Context: an optimization exercise on an open-source flow, tuned for small area, a short achievable clock period and few clock cycles. The choices shown serve that exercise and are no tape-out recipe.
No run shown here included a check of the RTL's function; only the layout flow was run.

--- design.v ---
module aes_sbox (
    input  wire [7:0] a,
    output wire [7:0] y
);
    wire U0 = a[7], U1 = a[6], U2 = a[5], U3 = a[4];
    wire U4 = a[3], U5 = a[2], U6 = a[1], U7 = a[0];
    wire T1, T2, T3, T4, T5, T6, T7, T8, T9, T10, T11, T12;
    wire T13, T14, T15, T16, T17, T18, T19, T20, T21, T22, T23, T24;
    wire T25, T26, T27, M1, M2, M3, M4, M5, M6, M7, M8, M9;
    wire M10, M11, M12, M13, M14, M15, M16, M17, M18, M19, M20, M21;
    wire M22, M23, M24, M25, M26, M27, M28, M29, M30, M31, M32, M33;
    wire M34, M35, M36, M37, M38, M39, M40, M41, M42, M43, M44, M45;
    wire M46, M47, M48, M49, M50, M51, M52, M53, M54, M55, M56, M57;
    wire M58, M59, M60, M61, M62, M63, L0, L1, L2, L3, L4, L5;
    wire L6, L7, L8, L9, L10, L11, L12, L13, L14, L15, L16, L17;
    wire L18, L19, L20, L21, L22, L23, L24, L25, L26, L27, L28, L29;
    sbg_xor2 g_T1 (.a(U0), .b(U3), .y(T1));
    sbg_xor2 g_T2 (.a(U0), .b(U5), .y(T2));
    sbg_xor2 g_T3 (.a(U0), .b(U6), .y(T3));
    sbg_xor2 g_T4 (.a(U3), .b(U5), .y(T4));
    sbg_xor2 g_T5 (.a(U4), .b(U6), .y(T5));
    sbg_xor2 g_T6 (.a(T1), .b(T5), .y(T6));
    sbg_xor2 g_T7 (.a(U1), .b(U2), .y(T7));
    sbg_xor2 g_T8 (.a(U7), .b(T6), .y(T8));
    sbg_xor2 g_T9 (.a(U7), .b(T7), .y(T9));
    sbg_xor2 g_T10 (.a(T6), .b(T7), .y(T10));
    sbg_xor2 g_T11 (.a(U1), .b(U5), .y(T11));
    sbg_xor2 g_T12 (.a(U2), .b(U5), .y(T12));
    sbg_xor2 g_T13 (.a(T3), .b(T4), .y(T13));
    sbg_xor2 g_T14 (.a(T6), .b(T11), .y(T14));
    sbg_xor2 g_T15 (.a(T5), .b(T11), .y(T15));
    sbg_xor2 g_T16 (.a(T5), .b(T12), .y(T16));
    sbg_xor2 g_T17 (.a(T9), .b(T16), .y(T17));
    sbg_xor2 g_T18 (.a(U3), .b(U7), .y(T18));
    sbg_xor2 g_T19 (.a(T7), .b(T18), .y(T19));
    sbg_xor2 g_T20 (.a(T1), .b(T19), .y(T20));
    sbg_xor2 g_T21 (.a(U6), .b(U7), .y(T21));
    sbg_xor2 g_T22 (.a(T7), .b(T21), .y(T22));
    sbg_xor2 g_T23 (.a(T2), .b(T22), .y(T23));
    sbg_xor2 g_T24 (.a(T2), .b(T10), .y(T24));
    sbg_xor2 g_T25 (.a(T20), .b(T17), .y(T25));
    sbg_xor2 g_T26 (.a(T3), .b(T16), .y(T26));
    sbg_xor2 g_T27 (.a(T1), .b(T12), .y(T27));
    sbg_nand2 g_M1 (.a(T13), .b(T6), .y(M1));
    sbg_nand2 g_M2 (.a(T23), .b(T8), .y(M2));
    sbg_xnor2 g_M3 (.a(T14), .b(M1), .y(M3));
    sbg_nand2 g_M4 (.a(T19), .b(U7), .y(M4));
    sbg_xor2 g_M5 (.a(M4), .b(M1), .y(M5));
    sbg_nand2 g_M6 (.a(T3), .b(T16), .y(M6));
    sbg_nand2 g_M7 (.a(T22), .b(T9), .y(M7));
    sbg_xnor2 g_M8 (.a(T26), .b(M6), .y(M8));
    sbg_nand2 g_M9 (.a(T20), .b(T17), .y(M9));
    sbg_xor2 g_M10 (.a(M9), .b(M6), .y(M10));
    sbg_nand2 g_M11 (.a(T1), .b(T15), .y(M11));
    sbg_nand2 g_M12 (.a(T4), .b(T27), .y(M12));
    sbg_xor2 g_M13 (.a(M12), .b(M11), .y(M13));
    sbg_nand2 g_M14 (.a(T2), .b(T10), .y(M14));
    sbg_xor2 g_M15 (.a(M14), .b(M11), .y(M15));
    sbg_xnor2 g_M16 (.a(M3), .b(M2), .y(M16));
    sbg_xor2 g_M17 (.a(M5), .b(T24), .y(M17));
    sbg_xnor2 g_M18 (.a(M8), .b(M7), .y(M18));
    sbg_xor2 g_M19 (.a(M10), .b(M15), .y(M19));
    sbg_xor2 g_M20 (.a(M16), .b(M13), .y(M20));
    sbg_xor2 g_M21 (.a(M17), .b(M15), .y(M21));
    sbg_xor2 g_M22 (.a(M18), .b(M13), .y(M22));
    sbg_xor2 g_M23 (.a(M19), .b(T25), .y(M23));
    sbg_xor2 g_M24 (.a(M22), .b(M23), .y(M24));
    sbg_nand2 g_M25 (.a(M22), .b(M20), .y(M25));
    sbg_xnor2 g_M26 (.a(M21), .b(M25), .y(M26));
    sbg_xor2 g_M27 (.a(M20), .b(M21), .y(M27));
    sbg_xnor2 g_M28 (.a(M23), .b(M25), .y(M28));
    sbg_nand2 g_M29 (.a(M28), .b(M27), .y(M29));
    sbg_nand2 g_M30 (.a(M26), .b(M24), .y(M30));
    sbg_nand2 g_M31 (.a(M20), .b(M23), .y(M31));
    sbg_nand2b g_M32 (.an(M31), .b(M27), .y(M32));
    sbg_xnor2 g_M33 (.a(M27), .b(M25), .y(M33));
    sbg_nand2 g_M34 (.a(M21), .b(M22), .y(M34));
    sbg_nand2b g_M35 (.an(M34), .b(M24), .y(M35));
    sbg_xnor2 g_M36 (.a(M24), .b(M25), .y(M36));
    sbg_xnor2 g_M37 (.a(M21), .b(M29), .y(M37));
    sbg_xnor2 g_M38 (.a(M32), .b(M33), .y(M38));
    sbg_xnor2 g_M39 (.a(M23), .b(M30), .y(M39));
    sbg_xnor2 g_M40 (.a(M35), .b(M36), .y(M40));
    sbg_xor2 g_M41 (.a(M38), .b(M40), .y(M41));
    sbg_xor2 g_M42 (.a(M37), .b(M39), .y(M42));
    sbg_xor2 g_M43 (.a(M37), .b(M38), .y(M43));
    sbg_xor2 g_M44 (.a(M39), .b(M40), .y(M44));
    sbg_xor2 g_M45 (.a(M42), .b(M41), .y(M45));
    sbg_nand2 g_M46 (.a(M44), .b(T6), .y(M46));
    sbg_nand2 g_M47 (.a(M40), .b(T8), .y(M47));
    sbg_nand2 g_M48 (.a(M39), .b(U7), .y(M48));
    sbg_nand2 g_M49 (.a(M43), .b(T16), .y(M49));
    sbg_nand2 g_M50 (.a(M38), .b(T9), .y(M50));
    sbg_nand2 g_M51 (.a(M37), .b(T17), .y(M51));
    sbg_nand2 g_M52 (.a(M42), .b(T15), .y(M52));
    sbg_nand2 g_M53 (.a(M45), .b(T27), .y(M53));
    sbg_nand2 g_M54 (.a(M41), .b(T10), .y(M54));
    sbg_nand2 g_M55 (.a(M44), .b(T13), .y(M55));
    sbg_nand2 g_M56 (.a(M40), .b(T23), .y(M56));
    sbg_nand2 g_M57 (.a(M39), .b(T19), .y(M57));
    sbg_nand2 g_M58 (.a(M43), .b(T3), .y(M58));
    sbg_nand2 g_M59 (.a(M38), .b(T22), .y(M59));
    sbg_nand2 g_M60 (.a(M37), .b(T20), .y(M60));
    sbg_nand2 g_M61 (.a(M42), .b(T1), .y(M61));
    sbg_nand2 g_M62 (.a(M45), .b(T4), .y(M62));
    sbg_nand2 g_M63 (.a(M41), .b(T2), .y(M63));
    sbg_xor2 g_L0 (.a(M61), .b(M62), .y(L0));
    sbg_xor2 g_L1 (.a(M50), .b(M56), .y(L1));
    sbg_xor2 g_L2 (.a(M46), .b(M48), .y(L2));
    sbg_xor2 g_L3 (.a(M47), .b(M55), .y(L3));
    sbg_xor2 g_L4 (.a(M54), .b(M58), .y(L4));
    sbg_xor2 g_L5 (.a(M49), .b(M61), .y(L5));
    sbg_xnor2 g_L6 (.a(M62), .b(L5), .y(L6));
    sbg_xnor2 g_L7 (.a(M46), .b(L3), .y(L7));
    sbg_xor2 g_L8 (.a(M51), .b(M59), .y(L8));
    sbg_xor2 g_L9 (.a(M52), .b(M53), .y(L9));
    sbg_xnor2 g_L10 (.a(M53), .b(L4), .y(L10));
    sbg_xnor2 g_L11 (.a(M60), .b(L2), .y(L11));
    sbg_xor2 g_L12 (.a(M48), .b(M51), .y(L12));
    sbg_xnor2 g_L13 (.a(M50), .b(L0), .y(L13));
    sbg_xor2 g_L14 (.a(M52), .b(M61), .y(L14));
    sbg_xnor2 g_L15 (.a(M55), .b(L1), .y(L15));
    sbg_xnor2 g_L16 (.a(M56), .b(L0), .y(L16));
    sbg_xnor2 g_L17 (.a(M57), .b(L1), .y(L17));
    sbg_xnor2 g_L18 (.a(M58), .b(L8), .y(L18));
    sbg_xnor2 g_L19 (.a(M63), .b(L4), .y(L19));
    sbg_xor2 g_L20 (.a(L0), .b(L1), .y(L20));
    sbg_xor2 g_L21 (.a(L1), .b(L7), .y(L21));
    sbg_xor2 g_L22 (.a(L3), .b(L12), .y(L22));
    sbg_xor2 g_L23 (.a(L18), .b(L2), .y(L23));
    sbg_xor2 g_L24 (.a(L15), .b(L9), .y(L24));
    sbg_xor2 g_L25 (.a(L6), .b(L10), .y(L25));
    sbg_xor2 g_L26 (.a(L7), .b(L9), .y(L26));
    sbg_xor2 g_L27 (.a(L8), .b(L10), .y(L27));
    sbg_xor2 g_L28 (.a(L11), .b(L14), .y(L28));
    sbg_xor2 g_L29 (.a(L11), .b(L17), .y(L29));
    sbg_xor2 g_y7 (.a(L6), .b(L24), .y(y[7]));
    sbg_xnor2 g_y6 (.a(L16), .b(L26), .y(y[6]));
    sbg_xnor2 g_y5 (.a(L19), .b(L28), .y(y[5]));
    sbg_xor2 g_y4 (.a(L6), .b(L21), .y(y[4]));
    sbg_xor2 g_y3 (.a(L20), .b(L22), .y(y[3]));
    sbg_xor2 g_y2 (.a(L25), .b(L29), .y(y[2]));
    sbg_xnor2 g_y1 (.a(L13), .b(L27), .y(y[1]));
    sbg_xnor2 g_y0 (.a(L6), .b(L23), .y(y[0]));
endmodule
module sbg_xor2 (input wire a, input wire b, output wire y);
    assign y = a ^ b;
endmodule
module sbg_xnor2 (input wire a, input wire b, output wire y);
    assign y = ~(a ^ b);
endmodule
module sbg_nand2 (input wire a, input wire b, output wire y);
    assign y = ~(a & b);
endmodule
module sbg_nand2b (input wire an, input wire b, output wire y);
    assign y = ~(~an & b);
endmodule
module ite_cmac (
    input  wire         clk,
    input  wire         rst,
    output reg          ready,
    input  wire         key_load,
    input  wire [255:0] key,
    output reg          kcv_valid,
    output wire [23:0]  kcv,
    input  wire         msg_start,
    input  wire [15:0]  tenant,
    input  wire [15:0]  ns,
    input  wire [63:0]  lba,
    input  wire [31:0]  zgen,
    input  wire [31:0]  key_id,
    input  wire         blk_valid,
    output reg          blk_ready,
    input  wire [127:0] blk_data,
    output reg          tag_valid,
    output wire [127:0] tag
);
    localparam [1:0] K_L   = 2'd0,     
                     K_KCV = 2'd1,     
                     K_MSG = 2'd2;     
    reg          busy;         
    reg          waiting;      
    reg          kstart;       
    reg          k1start;      
    reg  [1:0]   kind;
    reg  [3:0]   rnd;          
    reg          last;         
    reg  [8:0]   blk;          
    reg  [127:0] state;        
    reg  [255:0] key_r;        
    reg  [255:0] kw;           
    reg  [127:0] k1;           
    reg  [31:0]  kid;          
    function [7:0] xtime;
        input [7:0] b;
        xtime = {b[6:0], 1'b0} ^ (b[7] ? 8'h1b : 8'h00);
    endfunction
    function [15:0] le16;
        input [15:0] v;
        le16 = {v[7:0], v[15:8]};
    endfunction
    function [31:0] le32;
        input [31:0] v;
        le32 = {v[7:0], v[15:8], v[23:16], v[31:24]};
    endfunction
    function [63:0] le64;
        input [63:0] v;
        le64 = {le32(v[31:0]), le32(v[63:32])};
    endfunction
    wire [31:0] kw_last = kw[31:0];
    wire [31:0] kw_sub;
    aes_sbox u_ks0 (.a(kw_last[31:24]), .y(kw_sub[31:24]));
    aes_sbox u_ks1 (.a(kw_last[23:16]), .y(kw_sub[23:16]));
    aes_sbox u_ks2 (.a(kw_last[15:8]),  .y(kw_sub[15:8]));
    aes_sbox u_ks3 (.a(kw_last[7:0]),   .y(kw_sub[7:0]));
    reg [7:0] rcon;
    always @(*) begin
        case (rnd[3:1])
            3'd0:    rcon = 8'h01;    
            3'd1:    rcon = 8'h02;    
            3'd2:    rcon = 8'h04;
            3'd3:    rcon = 8'h08;
            3'd4:    rcon = 8'h10;
            3'd5:    rcon = 8'h20;
            default: rcon = 8'h40;    
        endcase
    end
    wire [31:0] kt  = rnd[0] ? ({kw_sub[23:0], kw_sub[31:24]} ^ {rcon, 24'h0}) : kw_sub;
    wire [31:0] nw0 = kw[255:224] ^ kt;
    wire [31:0] nw1 = kw[223:192] ^ nw0;
    wire [31:0] nw2 = kw[191:160] ^ nw1;
    wire [31:0] nw3 = kw[159:128] ^ nw2;
    wire [127:0] rk_cur = kw[127:0];
    wire [127:0] rk0    = key_r[255:128];
    wire [127:0] sb;
    genvar g;
    generate
        for (g = 0; g < 16; g = g + 1) begin : g_sb
            aes_sbox u_sb (.a(state[127-8*g -: 8]), .y(sb[127-8*g -: 8]));
        end
    endgenerate
    reg [127:0] sr;
    reg [127:0] mc;
    reg [7:0]   a0, a1, a2, a3, t;
    integer c, r;
    always @(*) begin
        for (c = 0; c < 4; c = c + 1)
            for (r = 0; r < 4; r = r + 1)
                sr[127-8*(4*c+r) -: 8] = sb[127-8*(4*(((c+r)%4))+r) -: 8];
        for (c = 0; c < 4; c = c + 1) begin
            a0 = sr[127-32*c    -: 8];
            a1 = sr[127-32*c-8  -: 8];
            a2 = sr[127-32*c-16 -: 8];
            a3 = sr[127-32*c-24 -: 8];
            t  = a0 ^ a1 ^ a2 ^ a3;
            mc[127-32*c    -: 8] = a0 ^ t ^ xtime(a0 ^ a1);
            mc[127-32*c-8  -: 8] = a1 ^ t ^ xtime(a1 ^ a2);
            mc[127-32*c-16 -: 8] = a2 ^ t ^ xtime(a2 ^ a3);
            mc[127-32*c-24 -: 8] = a3 ^ t ^ xtime(a3 ^ a0);
        end
    end
    wire [127:0] hdr0 = {le16(tenant), le16(ns), le64(lba), le32(zgen)};
    wire [127:0] hdr1 = {le32(kid), 96'h0};
    wire msg_blk_end = busy && last && (kind == K_MSG);
    wire want_data   = waiting || (msg_blk_end && (blk != 9'd0) && (blk != 9'd257));
    wire take_data   = want_data && blk_valid;
    wire take_hdr1   = msg_blk_end && (blk == 9'd0);
    wire take_hdr0   = ready && !key_load && msg_start;
    wire last_data   = (blk == 9'd256);    
    reg  [127:0] xin;
    always @(*) begin
        xin = 128'h0;
        if (take_hdr0)   xin = hdr0;
        if (take_hdr1)   xin = hdr1;
        if (take_data)   xin = blk_data ^ (last_data ? k1 : 128'h0);
        if (k1start)     xin = k1;
    end
    wire         x_en  = take_hdr0 || take_hdr1 || take_data || kstart || k1start;
    wire [127:0] x_add = x_en ? (xin ^ rk0) : 128'h0;
    wire [127:0] r_out = last ? sr : mc;
    wire [127:0] y_sel = busy ? r_out : (waiting ? state : 128'h0);
    wire [127:0] z_add = (busy ? rk_cur : 128'h0) ^ x_add;
    wire [127:0] state_nx = y_sel ^ z_add;
    wire kw_reload = !busy || last;
    wire [127:0] c_out = sr ^ rk_cur;      
    wire [127:0] L_dbl = {c_out[126:0], 1'b0} ^ (c_out[127] ? 128'h87 : 128'h0);
    assign tag = state;
    assign kcv = {state[111:104], state[119:112], state[127:120]};
    always @(posedge clk) begin
        state <= state_nx;
        kw    <= kw_reload ? key_r : {kw[127:0], nw0, nw1, nw2, nw3};
        if (ready && key_load) key_r <= key;
        if (take_hdr0) kid <= key_id;
        if (busy && last && kind == K_L) k1 <= L_dbl;
    end
    always @(posedge clk) begin
        if (rst) begin
            ready     <= 1'b1;
            busy      <= 1'b0;
            waiting   <= 1'b0;
            kstart    <= 1'b0;
            k1start   <= 1'b0;
            kind      <= K_L;
            rnd       <= 4'd1;
            last      <= 1'b0;
            blk       <= 9'd0;
            blk_ready <= 1'b0;
            kcv_valid <= 1'b0;
            tag_valid <= 1'b0;
        end else begin
            kcv_valid <= 1'b0;
            tag_valid <= 1'b0;
            kstart    <= 1'b0;
            k1start   <= 1'b0;
            if (ready && key_load) begin
                ready  <= 1'b0;
                kstart <= 1'b1;
            end else if (take_hdr0) begin
                ready <= 1'b0;
                busy  <= 1'b1;
                kind  <= K_MSG;
                blk   <= 9'd0;
                rnd   <= 4'd1;
                last  <= 1'b0;
            end
            if (kstart || k1start) begin
                busy <= 1'b1;
                kind <= kstart ? K_L : K_KCV;
                rnd  <= 4'd1;
                last <= 1'b0;
            end
            if (waiting && blk_valid) begin
                waiting   <= 1'b0;
                blk       <= blk + 9'd1;
                blk_ready <= 1'b0;
                busy      <= 1'b1;
                rnd       <= 4'd1;
                last      <= 1'b0;
            end
            if (busy) begin
                if (!last) begin
                    rnd  <= rnd + 4'd1;
                    last <= (rnd == 4'd13);
                    if (rnd == 4'd13 && kind == K_MSG && blk != 9'd0 && blk != 9'd257)
                        blk_ready <= 1'b1;
                end else begin
                    rnd  <= 4'd1;
                    last <= 1'b0;
                    case (kind)
                        K_L: begin
                            busy    <= 1'b0;
                            k1start <= 1'b1;
                        end
                        K_KCV: begin
                            busy      <= 1'b0;
                            kcv_valid <= 1'b1;
                            ready     <= 1'b1;
                        end
                        default: begin
                            if (blk == 9'd257) begin
                                busy      <= 1'b0;
                                tag_valid <= 1'b1;
                                ready     <= 1'b1;
                            end else begin
                                if (blk == 9'd0) begin
                                    blk <= 9'd1;
                                end else if (blk_valid) begin
                                    blk       <= blk + 9'd1;
                                    blk_ready <= 1'b0;
                                end else begin
                                    busy    <= 1'b0;
                                    waiting <= 1'b1;
                                end
                            end
                        end
                    endcase
                end
            end
        end
    end
endmodule
--- run.sh ---
#!/bin/bash
# synth_recipe.tcl (not shown) runs the flow's synth.tcl, then flattens the netlist and writes it again
# the make line also repeats each setting of config.mk as NAME=value (left out here)
make -C /OpenROAD-flow-scripts/flow DESIGN_CONFIG=/design/flow/config.mk WORK_HOME=/design/flow/orfs CLKGATE_MAP_FILE= SYNTH_SCRIPT=/design/flow/synth_recipe.tcl finish
--- config.mk ---
export PLATFORM = sky130hd
export DESIGN_NAME = ite_cmac
export DESIGN_NICKNAME = ite_cmac
export VERILOG_FILES = /design/flow/design.v
export SDC_FILE = /design/flow/constraint.sdc
export NUM_CORES = 4
export LEC_CHECK = 0
export CAP_MARGIN = 20
export CELL_PAD_IN_SITES_DETAIL_PLACEMENT = 2
export CELL_PAD_IN_SITES_GLOBAL_PLACEMENT = 3
export CORE_MARGIN = 2
export CORE_UTILIZATION = 25
export PLACE_DENSITY = 0.35
export SLEW_MARGIN = 20
export SYNTH_HIERARCHICAL = 1
--- constraint.sdc ---
create_clock -name core_clock -period 10.0 [get_ports {clk}]
set_input_delay 2.0000 -clock core_clock [delete_from_list [all_inputs] [get_ports {clk}]]
set_output_delay 2.0000 -clock core_clock [all_outputs]
set_load 0.01 [all_outputs]
==> results of run 1 <==
## modules after synthesis (local to each module, per instance), a selection
module      cells  flops+latches  area [um2]
ite_cmac     4328            824       43200
sbg_nand2b      1              0        6.26
sbg_xor2        1              0        8.76
sbg_nand2       1              0        3.75
sbg_xnor2       1              0        8.76
## cells by family after synthesis
| kind of cell | after synthesis |
|---|---|
| flip-flops | 824 |
| AO/OA/AOI/OAI | 739 |
| adder cells (fa/ha/maj) | 5 |
| AND/OR/NAND/NOR | 1900 |
| multiplexers | 44 |
| XOR/XNOR | 2992 |
| buffers and inverters | 384 |
## layout by cell type, fill, tap and decap left out, types with 14 or more instances in the layout
cell	count
mux2i_1	41
a221oi_1	42
clkbuf_1	19
nor2_1	210
dfxtp_1	404
o21ai_0	157
nand2b_1	49
a211oi_1	39
buf_4	167
o21ai_1	14
a221oi_2	40
clkdlybuf4s50_1	704
edfxtp_1	416
a2bb2oi_1	35
clkinv_2	20
nor4_1	21
nand3_1	86
xor2_2	16
xor2_1	1782
clkbuf_16	119
nand2_1	1403
xnor2_1	1186
nor3_1	26
a222oi_1	20
a22oi_1	55
bufinv_16	19
a211o_1	59
inv_1	83
and3_1	44
a21oi_1	184
## per-stage QoR
step / cells / hold slack [ps] / cell area [um2]
2_1_floorplan: 6888 / 415 / 62300
3_3_place_gp: 10800 / 429 / 73700
3_5_place_dp: 10800 / 435 / 73800
4_1_cts: 11000 / 441 / 77900
5_1_grt: 11000 / 460 / 78000
6_report: 11000 / 440 / 78000
## per-layer routing
layer	global-route usage [%]	vias to the layer above	wire, um
li1	-	23900	-
met1	36.9	26600	165000
met2	47.0	992	171000
met3	2.62	278	10600
met4	6.43	4	9250
met5	0	-	26
## path summary, 6_finish.rpt
path | startpoint | end | slack [ps]
worst max-delay path | state[108] | state[49] | 1170
worst min-delay path | kw[40] | kw[168] | 440
worst max register to register | state[108] | state[49] | 1170
worst min register to register | kw[40] | kw[168] | 440
## sequential cells by signal (all words and copies together) (netlist names)
| signal | count |
|---|---|
| blk | 9 |
| k1 | 128 |
| busy | 1 |
| ready | 1 |
| state | 128 |
| key_r | 256 |
| blk_ready | 1 |
| waiting | 1 |
| tag_valid | 1 |
| k1start | 1 |
| kid | 32 |
| kind | 2 |
| kw | 256 |
| rnd | 4 |
| kcv_valid | 1 |
| kstart | 1 |
| last | 1 |
## worst max-delay path, delay by kind of cell, from the launching register on
kind / cells / cell delay, ps
XOR/XNOR: 17 / 6410
AO/OA/AOI/OAI: 3 / 1100
flip-flops: 1 / 900
AND/OR/NAND/NOR: 2 / 270
## cell type report
| type | count | area share, % |
|---|---|---|
| diodes | 6 | 0.0193 |
| clock buffers | 147 | 4.07 |
| inverters | 86 | 0.414 |
| repair buffers | 880 | 10.9 |
| well taps | 3330 | 5.34 |
| flip-flops and latches | 824 | 26.5 |
| clock inverters | 69 | 1.24 |
| multi-input cells | 5680 | 51.5 |
==> summary.md, run 1 <==
| Metric | Value |
|---|---|
| Outcome | complete, no violations |
| Main combinational cell family by area after synthesis | XOR/XNOR gates |
| Initial antenna violation count | 33 |
| Yosys warns | 7 |
| GPL Wtd Cong | 0.856 |
| Critical path class | reg -> reg |
| Area of the multi-input gates | 40200 um2 |
| Post-synthesis mux area share | less than 1% |
| Largest net degree at the start of global routing | 126 |
| Post-synthesis compound-gate area fraction | 8.55% |
| Final setup viols | 0 |
| CP max-delay cell | dfxtp_1 |
| Most frequent CP cell | xor2_1 |
| Area Growth Syn to Fin | 25.2% |
| Critical Path AT | about 9500 ps |
| Setup slack after layout | 1170 ps |
| Full die area | 253000 um2 |
| Top cell type's share of synthesized area | 25.2% |
| Post-Synth XOR/XNOR Area | 42.2% |
| Initial DRC Count | 3001 |
| Worst skew pair latency | 810 ps |
| Avg Vias per Cell | roughly 4.7 |
| CTS tree | yes |
| Post-synth ARST share | 0% |
| Max incr delay on CP | 900 ps |
| Clock slew at reported path FFs | 60 ps |
| Die X | 503 um |
| Final Util | 31.4% |
| Top FF cell, synth | edfxtp_1 |
| Clk sinks | 824 |
| Setup TNS | 0 ps |
| Post-synth EDFFs | 416 |
| Unrepaired setup endpoints after global routing | no |
| Hold Buf Count CTS | 0 |
| Seq/Total Area, Yosys | 33.2% |
| Port buffer count | 704 |
| Post-layout min period | around 8800 ps |
| Maxcap violations | 0 |
| CP cell instances | xor2_1 -> xor2_1 -> xor2_1 -> nand2_1 -> xor2_1 -> xor2_1 -> xor2_1 -> xor2_1 -> xnor2_1 -> xnor2_1 -> xor2_1 -> xor2_1 -> nand2_1 -> xnor2_1 -> xor2_1 -> xnor2_1 -> xnor2_1 -> xor2_1 -> a222oi_1 -> xor2_1 -> o22ai_1 -> a2111o_1 |
| Cell variety after synth | 73 |
| Worst slew margin | 16.8% |
| Initial core utilization | 25.1% |
| Fraction of layout cells with a size suffix above 1 | between 6 and 7% |
| Post-cts sizing count | 0 |
| Antenna viol nets, final | 0 |
| Number of H-tree levels | 3 |
| Final-stage net count | 8139 |
| Num CTS Buffers | 113 |
| Slew Viols, Final | 0 |
| Final Skew | 66.7 ps |
| GRT overflow | 0 |
| First-pass iteration count of the detailed router | 5 |
| Drt wl/cell | 32.2 um |
| Netlist Area Pre-Place | 62300 um2 |
| Mapped Nets | 7442 |
| DP HPWL | roughly 290000 um |
| Site Rows | 183 |
| Core area | 248000 um2 |
| Hold depth | 2 |
| Die H | 503 um |
| Fraction of the mapped netlist area in adder cells | less than 1% |
| Area contributors post-synth | xor2_1, edfxtp_1, xnor2_1 |
| R2r worst-path depth | 22 |
| DRC violation count after routing | 0 |
| Synth top cells by count | xor2_1, nand2_1, xnor2_1, edfxtp_1, dfxtp_1 |
| CP Data Required Time | approximately 11000 ps |
| Yosys reg bits | roughly 820 |
| Max clock buf depth | 3 |
| Cell taking the most area after synthesis | xor2_1 |
| Max FO, Critical Path | 6 |
| Cells after Synth | a little under 7000 |
| Hold Fails Final Rpt | 0 |
| Worst-Margin Slew | 1240 ps |
| GR Util All Layers | 27.4% |
| Count leader, synth | xor2_1 |
| Startpoint Class | flip-flop |
| Vias | 51800 |
| Root buffer cell | clkbuf_16 |
| Period utilisation layout | 88.3% |
| Register area | 20700 um2 |
| FILL cells | about 28000 |
| I/O Pins | 705 |
| First-pass GRT wire length | 481000 um |
| Hold/Removal Path Class | reg -> reg |
| Post-Route WL | around 360000 um |
| Number of global-route vias before repair | 56400 |
| Crit path capture type | flip-flop |
| Max Fclk | approximately 0.11 GHz |
| Syn Area/Cell | 9.04 um2 |
| # Post-CTS Setup Buffers | 0 |
| Post-synthesis simple-gate area fraction | 12.6% |
| Setup WS pre-CTS | 1320 ps |
==> run 2, diff against run 1 <==
==> config.mk (replaced) <==
export PLATFORM = sky130hd
export DESIGN_NAME = ite_cmac
export DESIGN_NICKNAME = ite_cmac
export VERILOG_FILES = /design/flow/design.v
export SDC_FILE = /design/flow/constraint.sdc
export NUM_CORES = 4
export LEC_CHECK = 0
export CAP_MARGIN = 20
export CELL_PAD_IN_SITES_DETAIL_PLACEMENT = 0
export CELL_PAD_IN_SITES_GLOBAL_PLACEMENT = 0
export CORE_MARGIN = 2
export CORE_UTILIZATION = 50
export PLACE_DENSITY = 0.65
export SLEW_MARGIN = 20
export SYNTH_HIERARCHICAL = 1
==> run 2 against run 1 <==
Compared with the run above:
- non-clock buffer count shrank 102
- global-route usage grew 12 points
- synthesized area is the same
- synthesized cell count is the same
- first-iteration DRC count grew 100%
- register-to-register slack gained 290 ps
- critical endpoint unchanged
==> summary.md, run 2 <==
| Metric | Value |
|---|---|
| Hold Buf Count CTS | 0 (unchanged) |
| CTS tree | yes |
| Num CTS Buffers | 95 (-16%) |
| Die X | 357 um (-29%) |
| Worst slew margin | 19.9% (+3.1 points) |
| Seq/Total Area, Yosys | 33.2% (unchanged) |
| Maxcap violations | 0 (unchanged) |
| Post-synthesis mux area share | 0.713% (unchanged) |
| GRT overflow | 0 (unchanged) |
| R2R Path End | state[49] |
| Syn Area/Cell | 9.04 um2 (unchanged) |
| Worst-Margin Slew | 1190 ps (-50.8 ps) |
| Post-cts sizing count | 0 (unchanged) |
| Worst skew pair latency | 760 ps (-50 ps) |
| Drt wl/cell | 28.3 um (-12%) |
| Termination of the worst setup path | state[49] |
| Biggest regs | key_r (256), kw (256) |
| Setup TNS | 0 ps (unchanged) |
| Cells after Synth | 6888 (unchanged) |
| Worst Setup SP | state[111] |
| Main combinational cell family by area after synthesis | XOR/XNOR gates |
| Max clock buf depth | 3 (unchanged) |
| Area contributors post-synth | xor2_1, edfxtp_1, xnor2_1 |
| Reg2Reg Setup Slack | 1460 ps (+290 ps) |
| Post-synthesis compound-gate area fraction | 8.55% (unchanged) |
| Hold WS | 439 ps (-1.09 ps) |
| Critical Path AT | 9180 ps (-310 ps) |
| DRC violation count after routing | 0 (unchanged) |
| Synth top cells by count | xor2_1, nand2_1, xnor2_1, edfxtp_1, dfxtp_1 |
| Clk sinks | 824 (unchanged) |
| Max Fclk | 0.117 GHz (+3.4%) |
| # Post-CTS Setup Buffers | 0 (unchanged) |
| Initial antenna violation count | 15 (-55%) |
| Vias | 52200 (+0.69%) |
| CP max-delay cell | dfxtp_1 |
| Slew Viols, Final | 0 (unchanged) |
| Area of the multi-input gates | 40000 um2 (-0.36%) |
| Bufs and invs on worst path | 0 (unchanged) |
| Root buffer cell | clkbuf_16 |
| CP cell instances | xor2_1 -> xor2_1 -> xor2_1 -> nand2_1 -> xor2_1 -> xor2_1 -> xor2_1 -> xor2_1 -> nand2_1 -> xnor2_1 -> xor2_1 -> xor2_1 -> nand2_1 -> xor2_1 -> xor2_1 -> xor2_1 -> xnor2_1 -> xnor2_1 -> xor2_1 -> a222oi_1 -> o22ai_1 -> a2111o_1 |
| Avg Vias per Cell | 5.68 (+21%) |
| Max FO, Critical Path | 6 (unchanged) |
| GR Util All Layers | 39.5% (+12 points) |
| Crit path capture type | flip-flop |
| Cell variety after synth | 73 (unchanged) |
| Most frequent cells in the layout | xor2_1, nand2_1, xnor2_1 |
| Yosys reg bits | 824 (unchanged) |
| Clock slew at reported path FFs | 60 ps (about the same) |
| First-pass iteration count of the detailed router | 7 (+2) |
| Hold/Removal Path Class | reg -> reg |
| Antenna viol nets, final | 0 (unchanged) |
| Final-stage net count | 8019 (-1.5%) |
| Top FF cell, synth | edfxtp_1 |
| Post-Synth XOR/XNOR Area | 42.2% (unchanged) |
| Port buffer count | 704 (unchanged) |
| FILL cells | 10900 (-60%) |
| Initial DRC Count | 6027 (+100%) |
| Post-synth EDFFs | 416 (unchanged) |
| Critical path class | reg -> reg |
| Count leader, synth | xor2_1 |
| Fraction of the mapped netlist area in adder cells | 0.100% (unchanged) |
| Unrepaired setup endpoints after global routing | no |
| Outcome | complete, no violations |
| Area Growth Syn to Fin | 19.0% |
| Hold Fails Final Rpt | 0 (unchanged) |
| DP HPWL | 204000 um (-29%) |
| Number of global-route vias before repair | 50600 (-10%) |
| Worst path top cell family by delay | XOR/XNOR gates |
| Final Skew | 39.7 ps (-27.0 ps) |
| Initial core utilization | 50.4% (+25 points) |
| CP Data Required Time | 10640 ps (-30 ps) |
| Max incr delay on CP | 810 ps (-90 ps) |
| Largest net degree at the start of global routing | 129 (+2.4%) |
| Post-layout min period | 8540 ps (-289 ps) |
| Worst r2r src | state[111] |
| Die H | 357 um (-29%) |
| Post-synth ARST share | 0% (unchanged) |
| Final setup viols | 0 (unchanged) |
| Period utilisation layout | 85.4% (-2.9 points) |
| Full die area | 127000 um2 (-50%) |
| I/O Pins | 705 (unchanged) |
| Most common cell after layout, fill and taps aside | xor2_1 |
| R2r worst-path depth | 22 (unchanged) |
| GPL Wtd Cong | 1.01 (+19%) |
| Post-synthesis simple-gate area fraction | 12.6% (unchanged) |
| Yosys warns | 7 (unchanged) |
| Number of H-tree levels | 3 (unchanged) |
| Mapped Nets | 7442 (unchanged) |
| Fraction of layout cells with a size suffix above 1 | 4.16% (-2.1 points) |
| Most frequent CP cell | xor2_1 |
| Top cell type's share of synthesized area | 25.2% (unchanged) |
| First-pass GRT wire length | 361000 um (-25%) |
| Netlist Area Pre-Place | 62300 um2 (unchanged) |
| Site Rows | 129 (-30%) |
| Startpoint Class | flip-flop |
| Core area | 124000 um2 (-50%) |
| Register area | 20700 um2 (about the same) |
| CP Depth | 22 (unchanged) |
| Cell taking the most area after synthesis | xor2_1 |
| Post-Route WL | 260000 um (-27%) |
==> run 2: per-stage QoR <==
step / setup slack, ps / cell area (um2) / utilization (%) / instances
2_1_floorplan: 1550 / 62300 / - / 6888
3_3_place_gp: 1680 / 70700 / 57.2 / 9005
3_5_place_dp: 1870 / 70800 / 57.2 / 9005
4_1_cts: 1760 / 74100 / 59.9 / 9185
5_1_grt: 1290 / 74100 / 60.0 / 9190
6_report: 1460 / 74100 / 60.0 / 9192
==> run 2: worst min-delay path by stage <==
| stage | start | slack (ps) | depth (start not counted) | to |
|---|---|---|---|---|
| 2_1_floorplan | key_r[100] | 420 | 2 | kw[100] |
| 3_3_place_gp | key_r[52] | 420 | 2 | kw[52] |
| 3_5_place_dp | key_r[118] | 430 | 2 | kw[118] |
| 4_1_cts | key_r[122] | 440 | 2 | kw[122] |
| 5_1_grt | key_r[71] | 470 | 2 | kw[71] |
| 6_report | key_r[122] | 440 | 2 | kw[122] |
==> run 2: logic make-up (layout without fill, tap and decap cells) <==
group           after synthesis  after routing
other cells                   0              7
xor+xnor                   2992           2992
simple gates               1900           1900
fa+ha+maj                     5              5
compound gates              739            739
flops                       824            824
buf+inv                     384           1044
mux                          44             44
==> run 2: per-layer routing <==
layer	share of wire, %	up-vias	track usage (%)
met4	5.7	6	20.1
met5	0.020	-	0
met1	41	25300	52.2
li1	-	23700	-
met3	8.4	522	6.15
met2	45	2642	62.7
==> run 2: per-module statistics from Yosys (local to each module, per instance), excerpt <==
| module | cell area [um2] | copies in the design | flip-flops and latches |
|---|---|---|---|
| ite_cmac | 43200 | 1 | 824 |
| sbg_xnor2 | 8.76 | 520 | 0 |
| sbg_xor2 | 8.76 | 1360 | 0 |
| sbg_nand2b | 6.26 | 40 | 0 |
| sbg_nand2 | 3.75 | 640 | 0 |
==> run 2: tightest hold or removal path, stage by stage, from the launching register on <==
cell and delay, ps:
edfxtp_1 320, nand2_1 50, nand2_1 60
==> run 2: cell type report <==
class | instances | share of cell area, %
clock buffers | 130 | 3.75
inverters | 86 | 0.437
diodes | 7 | 0.0236
multi-input cells | 5680 | 54.0
flip-flops and latches | 824 | 27.9
well taps | 1637 | 2.76
clock inverters | 50 | 0.780
repair buffers | 778 | 10.4
==> run 3, diff against run 2 <==
--- a/config.mk
+++ b/config.mk
@@ -11,5 +11,6 @@
 export CORE_MARGIN = 2
 export CORE_UTILIZATION = 50
 export PLACE_DENSITY = 0.65
+export SETUP_SLACK_MARGIN = 3.5
 export SLEW_MARGIN = 20
 export SYNTH_HIERARCHICAL = 1
==> run 3 against run 2 <==
Compared with the run above:
- core utilization rose by 8.2 points
- flip-flop and latch count did not move
- cell area rose by 14%
- maximum frequency rose by 32%
- via count rose by 3.7%
- global-route usage rose by 0.39 points
- register-to-register slack improved by 2000 ps
- worst setup slack improved by 2000 ps
- critical endpoint is now state[65]
==> summary.md, run 3 <==
| Metric | Value |
|---|---|
| Hold depth | 2 (unchanged) |
| Post-synth ARST share | 0% (unchanged) |
| Max Fclk | 0.154 GHz (+32%) |
| Most common cell after layout, fill and taps aside | nand2_1 |
| Reg2Reg Setup Slack | 3510 ps (+2050 ps) |
| Hold/Removal Path Class | reg -> reg |
| Most frequent cells in the layout | nand2_1, xor2_1, xnor2_1 |
| Final-stage net count | 8319 (+3.7%) |
| Root buffer cell | clkbuf_16 |
| Die H | 357 um (unchanged) |
| CTS tree | yes |
| Hold Buf Count CTS | 0 (unchanged) |
| Slew Viols, Final | 0 (unchanged) |
| Full die area | 127000 um2 (unchanged) |
| DP HPWL | 204000 um (+0.24%) |
| Area Growth Syn to Fin | 35.3% |
| Hold Fails Final Rpt | 0 (unchanged) |
| Avg Vias per Cell | 5.70 (+0.47%) |
| Worst skew pair latency | 740 ps (-20 ps) |
| Post-layout min period | 6490 ps (-2050 ps) |
| Yosys warns | 7 (unchanged) |
| Synth top cells by count | xor2_1, nand2_1, xnor2_1, edfxtp_1, dfxtp_1 |
| Top cell type's share of synthesized area | 25.2% (unchanged) |
| Final setup viols | 0 (unchanged) |
| GRT overflow | 0 (unchanged) |
| Biggest regs | key_r (256), kw (256) |
| Mapped Nets | 7442 (unchanged) |
| Antenna viol nets, final | 0 (unchanged) |
| Port buffer count | 704 (unchanged) |
| Outcome | complete, no violations |
| Syn Area/Cell | 9.04 um2 (unchanged) |
| Worst Setup SP | state[53] |
| Vias | 54100 (+3.7%) |
| R2r worst-path depth | 27 (+23%) |
| Core area | 124000 um2 (unchanged) |
| Site Rows | 129 (unchanged) |
| Count leader, synth | xor2_1 |
| Cell variety after synth | 73 (unchanged) |
| Startpoint Class | flip-flop |
| Post-synth EDFFs | 416 (unchanged) |
| Yosys reg bits | 824 (unchanged) |
| Initial core utilization | 50.4% (unchanged) |
| DRC violation count after routing | 0 (unchanged) |
| Netlist Area Pre-Place | 62300 um2 (unchanged) |
| Top FF cell, synth | edfxtp_1 |
| GPL Wtd Cong | 1.03 (+1.1%) |
| Worst Hold End | kw[73] |
| Maxcap violations | 0 (unchanged) |
| Setup TNS | 0 ps (unchanged) |
| Critical path class | reg -> reg |
| Post-Route WL | 267000 um (+2.9%) |
| Most frequent CP cell | xnor2_1 |
| Crit path capture type | flip-flop |
| R2R Path End | state[65] |
| Max clock buf depth | 3 (unchanged) |
| Worst r2r src | state[53] |
| Min-delay src | key_r[73] |
| Number of global-route vias before repair | 51400 (+1.6%) |
| CP max-delay cell | or4bb_1 |
| Initial antenna violation count | 18 (+3) |
| Worst-Margin Slew | 1190 ps (-5.71 ps) |
| I/O Pins | 705 (unchanged) |
| Area of the multi-input gates | 47500 um2 (+19%) |
| Final Skew | 41.5 ps (+1.82 ps) |
| Clock slew at reported path FFs | 70 ps (about the same) |
| Unrepaired setup endpoints after global routing | yes |
| Drt wl/cell | 28.2 um (-0.26%) |
| Die X | 357 um (unchanged) |
| Cell taking the most area after synthesis | xor2_1 |
| FILL cells | 9820 (-10%) |
| Cells after Synth | 6888 (unchanged) |
| Hold WS | 437 ps (-2.08 ps) |
| GR Util All Layers | 39.9% (+0.39 points) |
| Max incr delay on CP | 400 ps (-410 ps) |
| Largest net degree at the start of global routing | 129 (unchanged) |
| Area contributors post-synth | xor2_1, edfxtp_1, xnor2_1 |
| Worst slew margin | 20.9% (+0.95 points) |
| First-pass GRT wire length | 365000 um (+1.3%) |
| CP Data Required Time | 10610 ps (-30 ps) |
| Fraction of layout cells with a size suffix above 1 | 19.2% (+15 points) |
| Initial DRC Count | 6673 (+11%) |
| Clk sinks | 824 (unchanged) |
| Register area | 20900 um2 (+1.3%) |
| Seq/Total Area, Yosys | 33.2% (unchanged) |
| First-pass iteration count of the detailed router | 7 (unchanged) |
| Number of H-tree levels | 3 (unchanged) |
| Critical Path AT | 7100 ps (-2080 ps) |
| Period utilisation layout | 64.9% (-20 points) |
| Num CTS Buffers | 95 (unchanged) |
| Max FO, Critical Path | 4 (-2) |
run 3: repair_timing:
item	CTS	global route
buffers inserted	133	159
pin swaps	93	143
hold endpoints to repair	0	0
gates resized for setup	552	558
endpoints found under the setup margin	230	200
run 3: area by class of cell:
| cell class | instances | area share (%) |
|---|---|---|
| Multi-Input combinational cell | 5680 | 56.4 |
| Sequential cell | 824 | 24.8 |
| Timing Repair Buffer | 1078 | 12.0 |
| Clock buffer | 129 | 3.29 |
| Tap cell | 1637 | 2.43 |
| Clock inverter | 48 | 0.677 |
| Inverter | 86 | 0.385 |
| Antenna cell | 6 | 0.0178 |
run 3: layer usage:
metal	GRT usage, %	vias to the layer above	wire length (um)
met5	0	-	87
met3	7.76	672	24800
met4	20.8	12	17400
li1	-	23900	-
met2	62.1	3068	120000
met1	52.6	26500	106000
run 3: logic make-up after synthesis:
family,Yosys count,synth area share [%]
multiplexers,44,0.713
flip-flops,824,33.2
AO/OA/AOI/OAI,739,8.55
adder cells (fa/ha/maj),5,0.100
AND/OR/NAND/NOR,1900,12.6
buffers and inverters,384,2.69
XOR/XNOR,2992,42.2
run 3: worst max path at each step:
stage,to,depth (start not counted)
2_1_floorplan,state[65],23
3_3_place_gp,state[49],22
3_5_place_dp,state[49],22
4_1_cts,state[49],25
5_1_grt,state[65],27
6_report,state[65],27
run 3: critical path: cells and delay by family, from the launching register on:
family,cells,cell delay [ps]
buffers and inverters,3,610
DFF,1,310
xor gates and xnor gates,16,3700
and+or+nand+nor,6,1270
AOI/OAI and AO/OA,2,440
run 3: Yosys stat by module (local to each module, per instance), a selection:
module | flops+latches | cell area [um2] | copies in the design
sbg_nand2 | 0 | 3.75 | 640
sbg_xnor2 | 0 | 8.76 | 520
ite_cmac | 824 | 43200 | 1
sbg_xor2 | 0 | 8.76 | 1360
sbg_nand2b | 0 | 6.26 | 40
run 3: metrics by stage:
stage / setup slack, ps / cell area [um2] / util (%) / instances
6_report: 3510 / 84300 / 68.2 / 9488
5_1_grt: 3190 / 84300 / 68.2 / 9484
4_1_cts: 3370 / 79000 / 63.9 / 9323
3_5_place_dp: 1750 / 70800 / 57.2 / 9013
3_3_place_gp: 1640 / 70800 / 57.2 / 9013
2_1_floorplan: 3680 / 62300 / - / 6888
==> run 4, diff against run 3 <==
--- a/config.mk
+++ b/config.mk
@@ -11,6 +11,6 @@
 export CORE_MARGIN = 2
 export CORE_UTILIZATION = 50
 export PLACE_DENSITY = 0.65
-export SETUP_SLACK_MARGIN = 3.5
+export SETUP_SLACK_MARGIN = 5
 export SLEW_MARGIN = 20
 export SYNTH_HIERARCHICAL = 1
==> run 4 against run 3 <==
Compared with the run above:
- the run now fails in global routing (5_1_grt)
- synthesized cell count unchanged
- synthesized area unchanged
==> summary.md, run 4 <==
| Metric | Value |
|---|---|
| GRT overflow | 32 |
| Site Rows | 129 (unchanged) |
| Largest net degree at the start of global routing | 129 |
| Cell variety after synth | 73 (unchanged) |
| Port buffer count | 704 (unchanged) |
| Count leader, synth | xor2_1 |
| Number of H-tree levels | 3 (unchanged) |
| DP HPWL | 205000 um (+0.28%) |
| Initial core utilization | 50.4% (unchanged) |
| Yosys reg bits | 824 (unchanged) |
| GPL Wtd Cong | 1.02 (-0.24%) |
| Mapped Nets | 7442 (unchanged) |
| Seq/Total Area, Yosys | 33.2% (unchanged) |
| Num CTS Buffers | 97 (+2.1%) |
| Area contributors post-synth | xor2_1, edfxtp_1, xnor2_1 |
| Synth top cells by count | xor2_1, nand2_1, xnor2_1, edfxtp_1, dfxtp_1 |
| Top cell type's share of synthesized area | 25.2% (unchanged) |
| Hold Buf Count CTS | 0 (unchanged) |
| Max clock buf depth | 3 (unchanged) |
| Outcome | aborted with a tool error |
| Yosys warns | 7 (unchanged) |
| Netlist Area Pre-Place | 62300 um2 (unchanged) |
| Cell taking the most area after synthesis | xor2_1 |
| Cells after Synth | 6888 (unchanged) |
| I/O Pins | 705 (unchanged) |
| Clk sinks | 824 (unchanged) |
| Setup WS pre-CTS | 2030 ps (+279 ps) |
| Die H | 357 um (unchanged) |
| Root buffer cell | clkbuf_16 |
| First Err | [ERROR GRT-0232] Routing congestion too high. Check the congestion heatmap in the GUI. |
| Die X | 357 um (unchanged) |
| GR Util All Layers | 77.2% |
| WEP type | register input |
| Placed Instance Area | 72900 um2 (+3.1%) |
| Syn Area/Cell | 9.04 um2 (unchanged) |
| Failed at | global routing (5_1_grt) |
| Placed Instances | 9009 (-0.044%) |
| Worst_ep grt | state[65]$_DFF_P_/D |
| Post-synth EDFFs | 416 (unchanged) |
| Top FF cell, synth | edfxtp_1 |
| Post-synth ARST share | 0% (unchanged) |
[run 4: worst max path at each step]
stage | startpoint | to | slack [ps] | cells after the start
2_1_floorplan | state[60] | state[49] | 4120 | 24
3_3_place_gp | kw[23] | kw[26] | 2040 | 23
3_5_place_dp | kw[23] | kw[26] | 2030 | 23
4_1_cts | state[9] | state[65] | 4200 | 27
[run 4: per-module statistics from Yosys, one instance, submodules excluded, excerpt]
module / area (um2) / flip-flops and latches / copies in the design
sbg_xnor2: 8.76 / 0 / 520
sbg_nand2: 3.75 / 0 / 640
sbg_nand2b: 6.26 / 0 / 40
ite_cmac: 43200 / 824 / 1
sbg_xor2: 8.76 / 0 / 1360
[run 4: logic make-up after synthesis]
kind of cell / count (synthesis) / share of synthesized area (%)
buffers and inverters: 384 / 2.69
DFF: 824 / 33.2
muxes: 44 / 0.713
AOI/OAI and AO/OA: 739 / 8.55
xor gates and xnor gates: 2992 / 42.2
adders and majority gates: 5 / 0.100
and+or+nand+nor: 1900 / 12.6
[run 4: per-layer routing]
layer / GRT overflow / global-route usage (%)
met5: 0 / 34.4
met4: 15 / 80.7
met3: 0 / 62.6
met2: 15 / 93.9
met1: 2 / 74.8
[run 4: timing repair]
action / in CTS
setup buffers: 1128
pin swaps: 1036
gates resized for setup: 2321
gates cloned: 1
setup endpoints to repair: 381
==> run 5, diff against run 4 <==
--- a/config.mk
+++ b/config.mk
@@ -9,8 +9,8 @@
 export CELL_PAD_IN_SITES_DETAIL_PLACEMENT = 0
 export CELL_PAD_IN_SITES_GLOBAL_PLACEMENT = 0
 export CORE_MARGIN = 2
-export CORE_UTILIZATION = 50
-export PLACE_DENSITY = 0.65
-export SETUP_SLACK_MARGIN = 5
+export CORE_UTILIZATION = 65
+export PLACE_DENSITY = 0.8
+export SETUP_SLACK_MARGIN = 4.5
 export SLEW_MARGIN = 20
 export SYNTH_HIERARCHICAL = 1
==> run 5 against run 4 <==
Compared with the run above:
- synthesized cell count did not move
- synthesized area unchanged
- the flow stops in clock tree synthesis (4_1_cts)
==> summary.md, run 5 <==
| Metric | Value |
|---|---|
| Count leader, synth | xor2_1 |
| Cells after Synth | 6888 (unchanged) |
| Seq/Total Area, Yosys | 33.2% (unchanged) |
| I/O Pins | 705 (unchanged) |
| DP HPWL | 192000 um (-6.3%) |
| Netlist Area Pre-Place | 62300 um2 (unchanged) |
| Yosys warns | 7 (unchanged) |
| Site Rows | 113 (-12%) |
| GPL Wtd Cong | 1.08 (+5.0%) |
| Die H | 314 um (-12%) |
| Post-synth ARST share | 0% (unchanged) |
| Number of H-tree levels | 3 (unchanged) |
| # Post-CTS Setup Buffers | 909 (-19%) |
| Post-synth EDFFs | 416 (unchanged) |
| Initial core utilization | 65.5% (+15 points) |
| Syn Area/Cell | 9.04 um2 (unchanged) |
| Root buffer cell | clkbuf_16 |
| Max clock buf depth | 3 (unchanged) |
| Outcome | aborted with a tool error |
| Port buffer count | 704 (unchanged) |
| Hold Buf Count CTS | 0 (unchanged) |
| Mapped Nets | 7442 (unchanged) |
| Synth top cells by count | xor2_1, nand2_1, xnor2_1, edfxtp_1, dfxtp_1 |
| Failed at | clock tree synthesis (4_1_cts) |
| Num CTS Buffers | 91 (-6.2%) |
| Top cell type's share of synthesized area | 25.2% (unchanged) |
| Top FF cell, synth | edfxtp_1 |
| Clk sinks | 824 (unchanged) |
| Cell variety after synth | 73 (unchanged) |
| Post-cts sizing count | 1731 (-25%) |
| Die X | 314 um (-12%) |
| First Err | [ERROR DPL-0038] Utilization greater than 100%, impossible to legalize |
| Area contributors post-synth | xor2_1, edfxtp_1, xnor2_1 |
| Cell taking the most area after synthesis | xor2_1 |
| Yosys reg bits | 824 (unchanged) |
[run 5: cell counts after synthesis]
Identical to the previous run, type by type.
[run 5: cells by family after synthesis]
family | count (synthesis) | share of synthesized area [%]
xor+xnor | 2992 | 42.2
compound gates | 739 | 8.55
buf+inv | 384 | 2.69
mux | 44 | 0.713
simple gates | 1900 | 12.6
flops | 824 | 33.2
fa+ha+maj | 5 | 0.100
[run 5: how the worst max path moves through the flow]
stage	to	cells past startpoint
2_1_floorplan	state[49]	24
3_3_place_gp	kw[26]	23
3_5_place_dp	kw[26]	23
[run 5: per-stage QoR]
step	hold slack, ps	setup slack [ps]	instances	area (um2)
after detailed placement	429	2390	8613	72300
after global placement	431	2500	8612	72200
after floorplan	415	4130	6888	64500
[run 5: Yosys stat by module (local to each module, per instance), excerpt]
module / flops+latches / cells inside / copies in the design / cell area, um2
sbg_nand2: 0 / 1 / 640 / 3.75
ite_cmac: 824 / 4328 / 1 / 43200
sbg_xor2: 0 / 1 / 1360 / 8.76
sbg_xnor2: 0 / 1 / 520 / 8.76
sbg_nand2b: 0 / 1 / 40 / 6.26

[re-timing with driven ports]
No port has a modelled driver above. Below, the same layouts with a new extraction and two added sets of constraints. Step 1: set_driving_cell puts a clkbuf_16 on clk and a buf_2 on each other input, an assumption about the parent block. Step 2, shift: input delay + t, output delay - t, t = (earliest + latest rising clock arrival at the registers) / 2. This alone moves slack from input paths to output paths. a / b / c = ideal / step 1 / step 2; a / b = the first two.
run	t, ns	slack for setup (ns)	worst setup path at the end	worst data-port slew with drivers (ns)
run 1	0.882	1.173 / 1.173 / 1.173	register to register	0.15
run 2	0.821	1.463 / 1.463 / 1.463	register to register	0.11
run 3	0.807	3.509 / 3.509 / 3.509	register to register	0.10
After both steps every run listed still meets setup and hold.
